What follows belongs to an exercise in optimizing a design on an open flow for small area and a short achievable clock period; a production flow would make more cautious choices. For this run, only the layout was checked, not whether the RTL still works. Power is estimated from default activity; no workload was simulated.

[design/flow/design.v]
module tcam_match16 (
    input  wire        clk,
    input  wire        rst,           
    input  wire        wr_en,
    input  wire [3:0]  wr_idx,
    input  wire [79:0] wr_data,
    input  wire [79:0] wr_mask,
    input  wire [15:0] wr_prio,
    input  wire        wr_valid,
    input  wire        wr_in_a,
    input  wire        wr_in_b,
    input  wire        rd_en,
    input  wire [3:0]  rd_idx,
    output reg         rd_ack,
    output reg  [79:0] rd_data,
    output reg  [79:0] rd_mask,
    output reg  [15:0] rd_prio,
    output reg         rd_valid,
    output reg         rd_in_a,
    output reg         rd_in_b,
    input  wire        lk_en,
    input  wire [79:0] lk_key,
    input  wire        lk_neg,         
    input  wire [1:0]  lk_range_map,   
    output reg         res_valid,
    output reg         res_hit,
    output reg         res_multi,
    output reg  [15:0] res_prio,
    output reg  [8:0]  res_count,
    output reg  [3:0]  res_entry
);
    localparam N = 16;
    reg [79:0] t_data  [0:N-1];
    reg [79:0] t_mask  [0:N-1];
    reg [15:0] t_prio  [0:N-1];
    reg        t_valid [0:N-1];
    reg        t_in_a  [0:N-1];
    reg        t_in_b  [0:N-1];
    reg        t_wrote [0:N-1];    
    integer i;
    always @(posedge clk) begin
        if (rst) begin
            for (i = 0; i < N; i = i + 1) begin
                t_valid[i] <= 1'b0;
                t_in_a[i]  <= 1'b0;
                t_in_b[i]  <= 1'b0;
                t_wrote[i] <= 1'b0;
            end
        end else if (wr_en) begin
            t_data[wr_idx]  <= wr_data;
            t_mask[wr_idx]  <= wr_mask;
            t_prio[wr_idx]  <= wr_prio;
            t_valid[wr_idx] <= wr_valid;
            t_in_a[wr_idx]  <= wr_in_a;
            t_in_b[wr_idx]  <= wr_in_b;
            t_wrote[wr_idx] <= 1'b1;
        end
    end
    always @(posedge clk) begin
        if (rst) begin
            rd_ack   <= 1'b0;
            rd_data  <= 80'd0;
            rd_mask  <= 80'd0;
            rd_prio  <= 16'd0;
            rd_valid <= 1'b0;
            rd_in_a  <= 1'b0;
            rd_in_b  <= 1'b0;
        end else begin
            rd_ack <= rd_en;
            if (rd_en) begin
                if (t_wrote[rd_idx]) begin
                    rd_data  <= t_data[rd_idx];
                    rd_mask  <= t_mask[rd_idx];
                    rd_prio  <= t_prio[rd_idx];
                    rd_valid <= t_valid[rd_idx];
                    rd_in_a  <= t_in_a[rd_idx];
                    rd_in_b  <= t_in_b[rd_idx];
                end else begin
                    rd_data  <= 80'd0;
                    rd_mask  <= 80'd0;
                    rd_prio  <= 16'd0;
                    rd_valid <= 1'b0;
                    rd_in_a  <= 1'b0;
                    rd_in_b  <= 1'b0;
                end
            end
        end
    end
    reg        s1_valid;
    reg [79:0] s1_key;
    reg        s1_neg;
    reg [1:0]  s1_rmap;
    always @(posedge clk) begin
        if (rst) begin
            s1_valid <= 1'b0;
        end else begin
            s1_valid <= lk_en;
        end
        s1_key  <= lk_key;
        s1_neg  <= lk_neg;
        s1_rmap <= lk_range_map;
    end
    function ternary_match;
        input [39:0] key;
        input [39:0] d;
        input [39:0] m;
        begin
            ternary_match = (((key ^ d) & m) == 40'd0);
        end
    endfunction
    function range_match;
        input [39:0] key;
        input [39:0] d;
        input [39:0] m;
        reg   [15:0] v, lo, hi;
        reg          in_range, tag_ok;
        begin
            v  = key[39:24];
            lo = d[39:24];
            hi = m[39:24];
            if (lo <= hi)
                in_range = (v >= lo) && (v <= hi);
            else
                in_range = (v >= lo) || (v <= hi);
            tag_ok = (((key[7:0] ^ d[7:0]) & m[7:0]) == 8'd0);
            range_match = in_range && tag_ok;
        end
    endfunction
    reg [N-1:0] hit_vec;
    reg         h0_ok, h1_ok;
    integer     e;
    always @(*) begin
        for (e = 0; e < N; e = e + 1) begin
            if (s1_rmap[0])
                h0_ok = range_match(s1_key[39:0], t_data[e][39:0], t_mask[e][39:0]);
            else
                h0_ok = ternary_match(s1_key[39:0], t_data[e][39:0], t_mask[e][39:0]);
            if (s1_rmap[1])
                h1_ok = range_match(s1_key[79:40], t_data[e][79:40], t_mask[e][79:40]);
            else
                h1_ok = ternary_match(s1_key[79:40], t_data[e][79:40], t_mask[e][79:40]);
            hit_vec[e] = t_valid[e] && (s1_neg ? t_in_b[e] : t_in_a[e]) && h0_ok && h1_ok;
        end
    end
    reg        best_hit;
    reg [15:0] best_prio;
    reg [3:0]  best_idx;
    reg [8:0]  count;
    integer    k;
    always @(*) begin
        best_hit  = 1'b0;
        best_prio = 16'd0;
        best_idx  = 4'd0;
        count     = 9'd0;
        for (k = 0; k < N; k = k + 1) begin
            if (hit_vec[k]) begin
                if (count != 9'd511)
                    count = count + 9'd1;
                if (!best_hit || (t_prio[k] > best_prio)) begin
                    best_hit  = 1'b1;
                    best_prio = t_prio[k];
                    best_idx  = k[3:0];
                end
            end
        end
    end
    always @(posedge clk) begin
        if (rst) begin
            res_valid <= 1'b0;
            res_hit   <= 1'b0;
            res_multi <= 1'b0;
            res_prio  <= 16'd0;
            res_count <= 9'd0;
            res_entry <= 4'd0;
        end else begin
            res_valid <= s1_valid;
            if (s1_valid) begin
                res_hit   <= best_hit;
                res_multi <= (count >= 9'd2);
                res_prio  <= best_hit ? best_prio : 16'd0;
                res_count <= count;
                res_entry <= best_hit ? best_idx : 4'd0;
            end
        end
    end
endmodule
[design/flow/run.sh]
#!/bin/bash
# synth_recipe.tcl (not shown) runs the flow's synth.tcl, then flattens the netlist and writes it again
# the make line also repeats each setting of config.mk as NAME=value (left out here)
make -C /OpenROAD-flow-scripts/flow DESIGN_CONFIG=/design/flow/config.mk WORK_HOME=/design/flow/orfs CLKGATE_MAP_FILE= SYNTH_SCRIPT=/design/flow/synth_recipe.tcl finish
[design/flow/config.mk]
export PLATFORM = sky130hd
export DESIGN_NAME = tcam_match16
export DESIGN_NICKNAME = tcam_match16
export VERILOG_FILES = /design/flow/design.v
export SDC_FILE = /design/flow/constraint.sdc
export NUM_CORES = 4
export LEC_CHECK = 0
export CAP_MARGIN = 20
export CORE_MARGIN = 2
export CORE_UTILIZATION = 40
export SLEW_MARGIN = 20
[design/flow/constraint.sdc]
create_clock -name core_clock -period 44.0 [get_ports {clk}]
set_input_delay 8.8000 -clock core_clock [delete_from_list [all_inputs] [get_ports {clk}]]
set_output_delay 8.8000 -clock core_clock [all_outputs]
set_load 0.01 [all_outputs]
==> summary.txt <==
placed cells by master (no fill, tap or decap), types with 219 or more instances in the layout:
cell type,Yosys,layout
edfxtp_1,2864,2864
ha_1,1790,1790
inv_1,1253,1251
mux4_2,900,899
xor2_1,780,780
a21oi_1,718,714
clkdlybuf4s50_1,0,458
o21ai_0,428,419
nand2_1,382,381
clkbuf_16,0,367
nand3_1,354,354
nand4_1,331,331
buf_4,3,308
nor2_1,312,299
nand2b_1,301,299
a21o_1,298,298
dfxtp_1,312,280
o22ai_1,257,256
a22oi_1,219,219
layout make-up:
class	instances	area [µm²]	area share [%]
clock inverter	204	2116	1.029
multi-input combinational	8623	81730	39.77
clock buffer	466	9716	4.727
tap	5952	7447	3.623
inverter	1258	4727	2.300
timing repair buffer	809	7363	3.583
sequential	3176	92290	44.90
antenna	55	137.6	0.06697
repair_timing:
item / in CTS / in global routing
endpoints found under the setup margin: 18 / 20
setup buffers: 0 / 18
resized for setup: 2 / 34
pin swaps: 0 / 9
gates cloned: 0 / 1
per-layer routing:
metal	vias up	GRT usage, %	routed length, µm	part of all wire (%)
li1	54240	-	-	-
met1	66610	42.30	290300	38
met2	7918	49.85	335200	44
met3	1493	7.831	81430	11
met4	42	16.84	47360	6.3
met5	-	0	310	0.041
flip-flops by register name, indices dropped and copies added (netlist names), 2 cells and up:
register,count
rd_mask,80
s1_key,80
res_entry,4
t_mask,1280
t_data,1280
rd_data,80
t_valid,16
t_in_a,16
t_prio,256
res_count,9
t_in_b,16
rd_prio,16
t_wrote,16
res_prio,16
s1_rmap,2
worst max path at each step:
stage | cells after the start | slack, ns | end | start
6_report | 232 | 3.12 | res_prio[12]$_SDFFE_PP0P_ | t_data[0][33]$_DFFE_PP_
5_1_grt | 238 | -0.13 | res_prio[12]$_SDFFE_PP0P_ | t_data[0][33]$_DFFE_PP_
4_1_cts | 224 | 0.08 | res_prio[12]$_SDFFE_PP0P_ | t_data[0][34]$_DFFE_PP_
3_5_place_dp | 229 | -0.07 | res_prio[2]$_SDFFE_PP0P_ | t_data[0][27]$_DFFE_PP_
3_3_place_gp | 229 | 0.29 | res_prio[1]$_SDFFE_PP0P_ | t_data[0][27]$_DFFE_PP_
2_1_floorplan | 243 | 3.31 | res_prio[5]$_SDFFE_PP0P_ | s1_key[69]$_DFF_P_
kinds of logic after synthesis:
kind of cell             after synthesis
buffers and inverters               1717
AO/OA/AOI/OAI                       2698
AND/OR/NAND/NOR                     2296
XOR/XNOR                             816
adder cells (fa/ha/maj)             1798
multiplexers                        1014
flip-flops                          3176
power by group through the flow:
stage | Sequential (µW) | Combinational, µW | Clock (µW)
global route | 3370 | 750 | 3210
finish | 3370 | 721 | 3080
detailed placement | 3430 | 701 | 0
CTS | 3370 | 705 | 3100
floorplan | 3420 | 357 | 0
global placement | 3430 | 702 | 0
through the flow:
| step | area (µm²) | util [%] | total power [µW] | cells |
|---|---|---|---|---|
| final | 205500 | 45.83 | 7167 | 20540 |
| after global routing | 205400 | 45.81 | 7330 | 20510 |
| after CTS | 205000 | 45.72 | 7172 | 20470 |
| after detailed placement | 193200 | 43.08 | 4131 | 19800 |
| after global placement | 193100 | 43.07 | 4131 | 19800 |
| after floorplan | 180100 | - | 3781 | 13520 |
worst max-delay path, delay by kind of cell, from the launching register on:
family                   cells  cell delay (ns)
AO/OA/AOI/OAI              118            20.32
AND/OR/NAND/NOR             69             9.25
adder cells (fa/ha/maj)     16             4.46
buffers and inverters       23             4.20
multiplexers                 6             2.01
flip-flops                   1             0.39
==> impl_table.tex <==
\begin{tabular}{lr}
\hline
Metric & Value \\
\hline
\multicolumn{2}{l}{\textbf{Status}} \\
\quad Status & no timing/DRC/antenna violations \\
\multicolumn{2}{l}{\textbf{Finish}} \\
\quad Filler instances & 40,080 \\
\quad Post-layout nets & 16,300 \\
\quad Ratio of cells with drive above 1 in the final layout & 13.82\% \\
\quad Area growth from synthesis to final layout & 14.13\% \\
\multicolumn{2}{l}{\textbf{Setup path}} \\
\quad Worst Setup End Kind & register \\
\quad Type of element launching the critical path & register \\
\quad Worst reg2reg path endpoint & res\_prio[12]\$\_SDFFE\_PP0P\_ \\
\quad Worst Setup Path Type & register to register \\
\quad Cell at the slowest stage of the critical path & o41ai\_2 \\
\quad R2r worst-path depth & 232 \\
\quad Reg2Reg Setup Slack & 3.12 ns \\
\quad Critical path's largest stage delay & 0.54 ns \\
\quad Critical path data required time & 44.82 ns \\
\quad Largest driver fanout on the critical path & 41 \\
\quad Worst endpoint data arrival time & 41.70 ns \\
\quad Dominant cell type by count on the critical path & o21a\_1 \\
\quad Critical register-to-register path startpoint & t\_data[0][33]\$\_DFFE\_PP\_ \\
\multicolumn{2}{l}{\textbf{Detailed routing}} \\
\quad Final routed wire length divided by cell count & 36.73 µm \\
\quad Overall via count from detail\_route & 130,300 \\
\quad Via density & 6.343 \\
\quad DR iter-0 viols & 17,770 \\
\quad DRT Wirelength & 754,600 µm \\
\quad Count of nets left with antenna violations after detail routing & 0 \\
\quad DR DRC count & 0 \\
\quad First-pass DRT Iterations & 6 \\
\multicolumn{2}{l}{\textbf{Yosys}} \\
\quad Total number of yosys warnings & 1 \\
\quad Post-synthesis cell count & 13,520 \\
\quad Post-synth top area cell & edfxtp\_1 \\
\quad Largest family of logic cells by synthesized area & adder cells \\
\quad Synthesized-area fraction occupied by and/or/nand/nor cells & 6.870\% \\
\quad Primary flip-flop cell chosen by synthesis mapping & edfxtp\_1 \\
\quad Post-synthesis cell area & 0.1801 mm² \\
\quad Dominant cells by area after synthesis & edfxtp\_1 48\%, ha\_1 12\%, mux4\_2 11\% \\
\quad Xor and xnor fraction of the mapped netlist area & 4.060\% \\
\quad Mean area per synthesized cell & 13.32 µm² \\
\quad Synth top area share & 47.76\% \\
\quad Most frequent cell after synthesis & edfxtp\_1 \\
\quad Syn Nets & 15,580 \\
\quad Number of flops mapped to enable cells by yosys & 2,864 \\
\quad Number of flip-flops and latches in the synthesized netlist & 3,176 \\
\quad Adder-cell area share of the yosys netlist & 12.48\% \\
\quad Fraction of registers with async set/reset & 0\% \\
\quad Mux contribution to synthesized area & 11.93\% \\
\quad Yosys cell types & 113 \\
\quad Seq/Total Area, Yosys & 51.23\% \\
\quad Ranking of synthesized cells by instance count & 2,864 x edfxtp\_1, 1,790 x ha\_1, 1,253 x inv\_1 \\
\quad Compound-cell area share of the yosys netlist & 9.811\% \\
\multicolumn{2}{l}{\textbf{Timing}} \\
\quad Worst clock skew on the final layout & 0.07602 ns \\
\quad Setup-violating endpoint count in the final report & 0 \\
\quad Worst Tran Pin Value & 1.391 ns \\
\quad F\_max & 24.46 MHz \\
\quad Worst Hold Margin & 0.4493 ns \\
\quad Final WS setup & 3.116 ns \\
\quad Relative slew slack & 7.271\% \\
\quad Number of failing hold endpoints at the final stage & 0 \\
\quad Share of the cycle needed by the critical path after routing & 92.92\% \\
\quad Pins Over Slew Limit & 0 \\
\quad Final critical delay including setup and external delays & 40.88 ns \\
\quad Final TNS setup & 0 ns \\
\multicolumn{2}{l}{\textbf{Clocking}} \\
\quad Deepest level of the CTS H-tree & 5 \\
\quad Clock tree from TritonCTS & built \\
\quad Clock slew seen by the registers of the worst setup and hold paths & 0.06 ns \\
\quad CTS Root Buffer Type & clkbuf\_16 \\
\quad Clock latency reported for the late side of the worst-skew pair & 1.01 ns \\
\quad Number of buffers created by CTS & 362 \\
\quad Clock Sink Count & 3,176 \\
\quad Number of buffers on the longest clock path & 4 \\
\quad Number of hold buffers added after CTS & 0 \\
\multicolumn{2}{l}{\textbf{Hold path}} \\
\quad Hold-critical path depth & 1 \\
\quad Type of the tightest min-delay check & register to register \\
\quad WHS Endpoint & t\_wrote[2]\$\_DFF\_P\_ \\
\quad Hold path startpoint & t\_wrote[2]\$\_DFF\_P\_ \\
\multicolumn{2}{l}{\textbf{Die}} \\
\quad Horiz. Die Dim & 675.0 µm \\
\quad Die boundary height & 675.0 µm \\
\quad Placeable Area & 0.4485 mm² \\
\quad Floorplan row count & 246 \\
\quad Number of top-level design ports & 487 \\
\quad Starting Density & 40.16\% \\
\quad Full die area & 0.4556 mm² \\
\multicolumn{2}{l}{\textbf{Power}} \\
\quad Clock group share of total power & 42.9\% \\
\quad Switching fraction of total power & 25.75\% \\
\quad Leakage & 0.07750 µW \\
\quad Power per cell area & 34.87 mW/mm² \\
\quad Logic pwr share & 10.1\% \\
\quad Int Power & 5322 µW \\
\quad Largest voltage drop on the vdd net & 0.03500 mV \\
\quad Power share of the sequential group & 47.0\% \\
\quad Switch Pwr & 1845 µW \\
\multicolumn{2}{l}{\textbf{Global routing}} \\
\quad Global-route wire length before repair & 1,025,000 µm \\
\quad Pin count of the biggest net entering global routing & 102 \\
\quad Number of antenna violations at the first check in global routing & 93 \\
\quad Total gr overflow & 0 \\
\quad Overall Global Routing Usage & 32.32\% \\
\quad Vias in the first global route & 125,400 \\
\multicolumn{2}{l}{\textbf{Placement}} \\
\quad Routability congestion estimate & 1.001 \\
\quad Port Buffer Count & 486 \\
\quad Detailed placement HPWL & 575,400 µm \\
\quad Setup WS pre-CTS & -0.06757 ns \\
\multicolumn{2}{l}{\textbf{Flow run}} \\
\quad Max Cap Violations & 0 \\
\hline
\end{tabular}

## port drivers added, routing unchanged
Ports are ideal in the flow. The routed layout listed here was re-timed in OpenROAD.
Step 1, drivers: a clkbuf_16 drives clk and a buf_2 each remaining input, both assumed.
Step 2 also shifts input and output timing later by t, the mid clock arrival at the registers, as if the neighbouring blocks saw the same clock.
a / b / c = no drivers / after step 1 / after step 2; a / b = the first two.
t (ns): 1.095
setup slack, ns: 3.116 / 3.116 / 3.116
hold slack, ns: 0.449 / 0.449 / 0.449
worst setup path at the end: register to register
After both steps this run still meets setup and hold. For this run, drivers alone change the setup slack by 0.000 ns; drivers and shift together by 0.000 ns.
